What follows belongs to an exercise in optimizing a design on an open flow for small area, a short achievable clock period and few clock cycles per item; a production flow would make more cautious choices. Only simulation tests tie the RTL to the original design; equivalence was not proved. Power figures rest on the tool's default switching activity, not on a simulated workload.

## flow/design.v (module list and top-level ports; edited modules follow where they fit)
// module qe_mix: 1956 lines
module qe_mix (
    input  wire        clk,
    input  wire        rst,
    input  wire        in_valid,
    output wire        in_ready,
    input  wire [23:0] in_sample,
    input  wire [23:0] in_gain,
    input  wire        in_last,
    input  wire [23:0] in_dgain,
    output reg         out_valid,
    input  wire        out_ready,
    output reg  [23:0] out_sample,
    output reg  [1:0]  out_clip
);
  // ...
==> flow/run.sh <==
#!/bin/bash
# synth_recipe.tcl (not shown) runs the flow's synth.tcl, then flattens the netlist and writes it again
# the make line also repeats each setting of config.mk as NAME=value (left out here)
make -C /OpenROAD-flow-scripts/flow DESIGN_CONFIG=/design/flow/config.mk WORK_HOME=/design/flow/orfs CLKGATE_MAP_FILE= SYNTH_SCRIPT=/design/flow/synth_recipe.tcl finish
==> flow/config.mk <==
export PLATFORM = sky130hd
export DESIGN_NAME = qe_mix
export DESIGN_NICKNAME = qe_mix
export VERILOG_FILES = /design/flow/design.v
export SDC_FILE = /design/flow/constraint.sdc
export NUM_CORES = 4
export LEC_CHECK = 0
export CAP_MARGIN = 20
export CORE_MARGIN = 2
export CORE_UTILIZATION = 40
export SLEW_MARGIN = 20
==> flow/constraint.sdc <==
create_clock -name core_clock -period 9.0 [get_ports {clk}]
set_input_delay 1.8000 -clock core_clock [delete_from_list [all_inputs] [get_ports {clk}]]
set_output_delay 1.8000 -clock core_clock [all_outputs]
set_load 0.01 [all_outputs]
==> out/results.txt, run 1 <==
The flow ran to the end and the layout has no timing, DRC or antenna violations. The most critical setup path has its startpoint at r_s1[13]. For this design the top-level I/O count stands at 105. In this run the most used layer during global routing was met2. Counting tap cells, the placed design contains a total of 5196 instances.

The library cell used most frequently in the layout, excluding fill and tap cells, is sky130_fd_sc_hd__a22oi_1. Master of the slowest instance on the critical path: sky130_fd_sc_hd__edfxtp_1. Synthesis instantiated 73 different standard cells from the library.

The capturing element of the worst setup path is m_cin. Sequential cells make up 21.3% of the cell area. The multi-input combinational cell area is 27600 µm², and the worst ir drop on vdd is 0.198 mV. Summing the areas of all and, or, nand and nor instances in the mapped netlist gives 5.62% of the synthesized area. Setup repair after global routing left no endpoint under its margin. Of the post-synthesis cell area, the dominant cell type holds 26.5%.

The tree is rooted in a sky130_fd_sc_hd__clkbuf_16. The total of plain and repair buffers excluding clock buffers is 208. The critical path goes through a22oi_1, xnor2_1, fa_1, inv_1, fa_1, inv_1, fa_1, inv_1, fa_1, inv_1, ha_1, ha_1, a21o_1, a21oi_1, nor2b_1, o21ai_0, nand2b_1, a21oi_1, o31ai_1, a21o_1, a21o_1. The number of failing setup endpoints in the final timing report came out at 0. Ranked by instance count, the synthesized netlist is headed by sky130_fd_sc_hd__a22oi_1, sky130_fd_sc_hd__inv_1, sky130_fd_sc_hd__fa_1.

From left edge to right edge, the die measures 322 µm. The tools report the number of hold violations in the final report as 0. The tools report the minimum hold slack as 0.387 ns. Of all nets on the critical path, the largest fanout is 24.

The highest clock rate was 0.180 GHz; the number of nets still failing antenna checks after routing was 0. Share of final-layout standard cells stronger than drive strength 1: 5.75%. The fraction of registers with async set or reset after synthesis was 0%. The yosys synthesis warning count came out at 1.

The routing usage on met3 came out at 4.43%. For this design, the sink count on the clock tree is 390. Internal power comes to 8.00 mW. STA classifies the critical path startpoint as a flip-flop.
Testbench counts, summed over its fixed seeds: cycles 14,385, items 3,200.
==> run 2: changes to the inputs <==
--- a/flow/config.mk
+++ b/flow/config.mk
@@ -5,7 +5,9 @@
 export SDC_FILE = /design/flow/constraint.sdc
 export NUM_CORES = 4
 export LEC_CHECK = 0
+export ABC_CLOCK_PERIOD_IN_PS = 3000
 export CAP_MARGIN = 20
 export CORE_MARGIN = 2
 export CORE_UTILIZATION = 40
+export SETUP_SLACK_MARGIN = 5
 export SLEW_MARGIN = 20
==> out/results.txt, run 2 <==
The overall power of the completed layout is 16.2 mW. Yosys attributes the largest share of cell area to sky130_fd_sc_hd__fa_1, sky130_fd_sc_hd__edfxtp_1, sky130_fd_sc_hd__dfxtp_1. The number of top-level design ports is 105 (unchanged).

In this design, the largest share of critical-path delay is due to adder cells. The stage delay of the slowest cell on the critical path works out to 0.54 ns. The placeable core area is 100000 µm², and the filler cell count in the final layout is 9161.

The multi-input combinational cell area was 29400 µm² (+6.5%). The tools report the number of placement rows as 116. The run gives 4026 as the number of instances in the synthesized netlist.

For the worst setup path, the data arrival time is 5.17 ns. The floorplan die area was 104000 µm²; the via-per-instance ratio was 5.67. The layout overhead on the synthesized area is 20.5%. The die width is 322 µm (unchanged). The cell occurring most often along the worst timing path is sky130_fd_sc_hd__fa_1. Counting buffers and inverters, the worst setup path is 16 cells deep. The library cell used most frequently in the layout, excluding fill and tap cells, is sky130_fd_sc_hd__a22oi_1. The average instance in the mapped netlist occupies 10.0 µm². The finished cells cover 48700 µm². The clock tree synthesis step divided the H-tree into 2 levels. The cell-internal power is 8.97 mW (+12%).

The logs give 69.0% for the combinational group share of total power and 52 for the pin count of the biggest net entering global routing. For the number of failing setup endpoints in the final timing report, the log shows 0 (unchanged). For the tightest slew margin relative to the limit, the log shows 46.2%.

TritonCTS built the clock tree. The fraction of power consumed by the clock network came out at 11.8%. The critical path is of the flip-flop to flip-flop type. The net total in the final layout was 4941; the worst setup margin was 4.34 ns. The portion of synthesized cell area occupied by the leading cell type came out at 26.5% (unchanged).

The number of iterations in the first detailed-routing pass was 7. The fraction of registers with async set or reset after synthesis was 0% (unchanged); the sequential-to-total area share from yosys stat was 23.3%. The worst setup path is captured at a flip-flop.

For the number of buffers added by the clock tree synthesis step, the log shows 47. Global routing consumed, over all layers together, 24.0% of the routing resources. The worst min-delay path class is flip-flop to flip-flop. The highest clock rate came out at 0.215 GHz (+19%). In this run the static leakage power is 19.7 nW.

The total overflow left after global routing is 0. The worst setup path is launched from a flip-flop. The clock passes through at most 3 buffers. The tools report the post-detailed-placement half-perimeter wirelength as 79800 µm.

The leading cell type by number of instances after synthesis is sky130_fd_sc_hd__a22oi_1. The maximum fanout along the worst path was 7 (-71%). Clock-pin slew was measured on the worst setup and hold paths at 0.08 ns.

The clock insertion delay at the later pin of the skew report was 0.65 ns; the number of clock sinks was 390 (unchanged). The number of hold violations in the final report was 0 (unchanged); the sequential fraction of design power was 19.1%. During placement, the flow inserted port buffers numbering 104. For the vias after detailed routing, the log shows 31.1k. The worst hold path begins at dg_i[6]. Total instance count after detailed placement: 5204 (+0.15%). The tools report the capturing element of the worst setup path as m_cin.

The power density over the cells was 333 nW/µm²; the number of nets in the synthesized netlist was 4814. In the final routed layout, each cell accounts on average for 22.8 µm. Depth of the worst register-to-register path: 16. The first global-routing pass estimated 192000 µm of wire. The worst slack at placement is 3.42 ns.

The share of final-layout standard cells stronger than drive strength 1 is 20.4% (+15 points). The yosys synthesis warning count is 1 (unchanged), and the number of buffers and inverters on the critical path is 4. Walking the worst path, the cells encountered are buf_8, buf_4, a22oi_1, xnor2_1, fa_1, fa_1, fa_1, inv_1, fa_1, inv_1, ha_4, ha_4, nand4_1, o31ai_2, a21o_1, a21o_1. Excluding fillers, the count of instances in the completed layout stands at 5490. After synthesis, the most frequently instantiated cells are sky130_fd_sc_hd__a22oi_1, sky130_fd_sc_hd__inv_1, sky130_fd_sc_hd__fa_1. The share of the clock period used by the worst path was 51.7%; the final period demand of the worst path was 4.66 ns.

For this design, the slowest cell found on the critical path is sky130_fd_sc_hd__fa_1. For the number of nets still failing antenna checks after routing, the log shows 0 (unchanged). In the routed design, unresolved DRC markers number 0.

The biggest area contributor in the post-synthesis netlist is sky130_fd_sc_hd__fa_1. Once the floorplan was initialized, standard cells occupied 40.4% of the core. In this run the critical register-to-register path is launched from r_s1[13].

The final number of max-transition violations is 0. In this run the critical register-to-register path is captured at m_cin. Setup total negative slack on the finished layout was measured at 0 ns.

The tools report the combined flip-flop and latch cell area as 9500 µm². At the pin with the least slew margin, the transition time is 0.807 ns. Leaving out fill and tap cells, the most frequent cells in the layout are sky130_fd_sc_hd__a22oi_1, sky130_fd_sc_hd__inv_1, sky130_fd_sc_hd__fa_1.

The congestion estimate from routability-driven global placement came to 0.858. The number of distinct library cell variants in the gate-level netlist after synthesis was 73 (unchanged); the number of enable-type register cells in the synthesized netlist was 163. The worst ir drop on vdd was 0.178 mV (-10%); the netlist area before placement was 40400 µm².

The analysis attributes to net switching a power of 7.26 mW. The tree is rooted in a sky130_fd_sc_hd__clkbuf_16. The critical path starts at r_s1[13]. In this run switching power makes up 44.7% of total power. In the final layout, the registers with the most flip-flops are acc_c (54), acc_s (54). Measured along the y axis, the die boundary spans 322 µm.

The number of design-rule violations left by the first detailed-router iteration was 3155. The max-capacitance violation count is 0. Setup repair after global routing could not meet its margin everywhere. The flow ran to the end and the layout has no timing, DRC or antenna violations. The via count of the first global-routing pass was 32.3k; the final routed wirelength across all metal layers was 125000 µm.

The flip-flop and latch count after synthesis works out to 390. The run gives 3 as the initial antenna violation count. Across the routed clock network, the largest skew measured is 0.0402 ns.

In the synthesized netlist the dominant register cell turns out to be sky130_fd_sc_hd__dfxtp_1. The register-to-register path setup slack was 4.34 ns; the post-route core utilization was 48.6%. The tools report the minimum hold slack as 0.399 ns (+0.0124 ns).

For the worst setup path, the data required time is 9.51 ns. The placed instances occupy a cell area of 42900 µm².
run 2: timing repair:
action,CTS,global route
hold buffers,0,0
setup buffers,133,40
resized for setup,314,258
endpoints found under the hold margin,0,0
setup endpoints to repair,178,109
cloned,22,3
pin swaps,107,122
run 2: kinds of logic after synthesis:
| family | count (synthesis) | synth area share (%) |
|---|---|---|
| simple gates | 453 | 5.62 |
| flops | 390 | 23.3 |
| fa+ha+maj | 711 | 31.9 |
| buf+inv | 890 | 8.41 |
| xor+xnor | 674 | 14.6 |
| compound gates | 904 | 16.0 |
| mux | 4 | 0.105 |
run 2: worst min-delay path by stage:
stage / end / slack (ns) / cells past startpoint
3_5_place_dp: dg_p[8] / 0.39 / 0
6_report: dg_p[6] / 0.40 / 0
2_1_floorplan: dg_p[0] / 0.39 / 0
3_3_place_gp: dg_p[8] / 0.39 / 0
5_1_grt: dg_p[2] / 0.41 / 0
4_1_cts: dg_p[8] / 0.40 / 0
run 2: layout make-up:
class	instances	share of cell area (%)
tap	1298	3.33
clock buffer	69	2.82
multi-input combinational	2750	60.4
timing repair buffer	410	9.25
sequential	390	19.5
clock inverter	18	0.390
antenna	1	0.00514
inverter	554	4.33
run 2: per-layer routing:
metal	wire length, µm	vias up	share of wire, %	GRT usage, %
li1	-	13700	-	-
met1	49400	15500	40	31.1
met2	58800	1642	47	39.3
met3	12200	315	9.7	5.29
met4	4560	2	3.6	9.16
met5	76	-	0.061	0.567
run 2: power by group through the flow:
| stage | sequential [mW] | clock [mW] | combinational (mW) |
|---|---|---|---|
| after floorplan | 3.01 | 0 | 7.02 |
| after global placement | 3.07 | 0 | 9.25 |
| after detailed placement | 3.07 | 0 | 9.48 |
| after CTS | 3.08 | 1.98 | 10.5 |
| after global routing | 3.15 | 2.05 | 12.7 |
| final | 3.10 | 1.92 | 11.2 |

==> what the ideal ports hide <==
The flow's constraints put no driver on any port. The routed layouts listed below were extracted and timed again, unchanged, in two steps.
Step 1 (the two cells are an assumption about what drives the block):
set clk [get_ports {clk}]
set_driving_cell -lib_cell sky130_fd_sc_hd__clkbuf_16 $clk
set_driving_cell -lib_cell sky130_fd_sc_hd__buf_2 [delete_from_list [all_inputs] $clk]
Step 2 also shifts input and output timing later by t, the mid clock arrival at the registers, as if the neighbouring blocks saw the same clock.
Three values: no drivers, after step 1, after step 2; two values: the first two.
| run | shift t [ns] | setup WS [ns] | worst hold slack (ns) | worst slew at a driven data input, ns |
|---|---|---|---|---|
| run 1 | 0.697 | 3.453 / 3.453 / 3.453 | 0.387 / 0.387 / 0.387 | 0.06 |
| run 2 | 0.691 | 4.343 / 4.343 / 4.343 | 0.399 / 0.399 / 0.399 | 0.06 |
After both steps setup and hold are still met in every run listed.
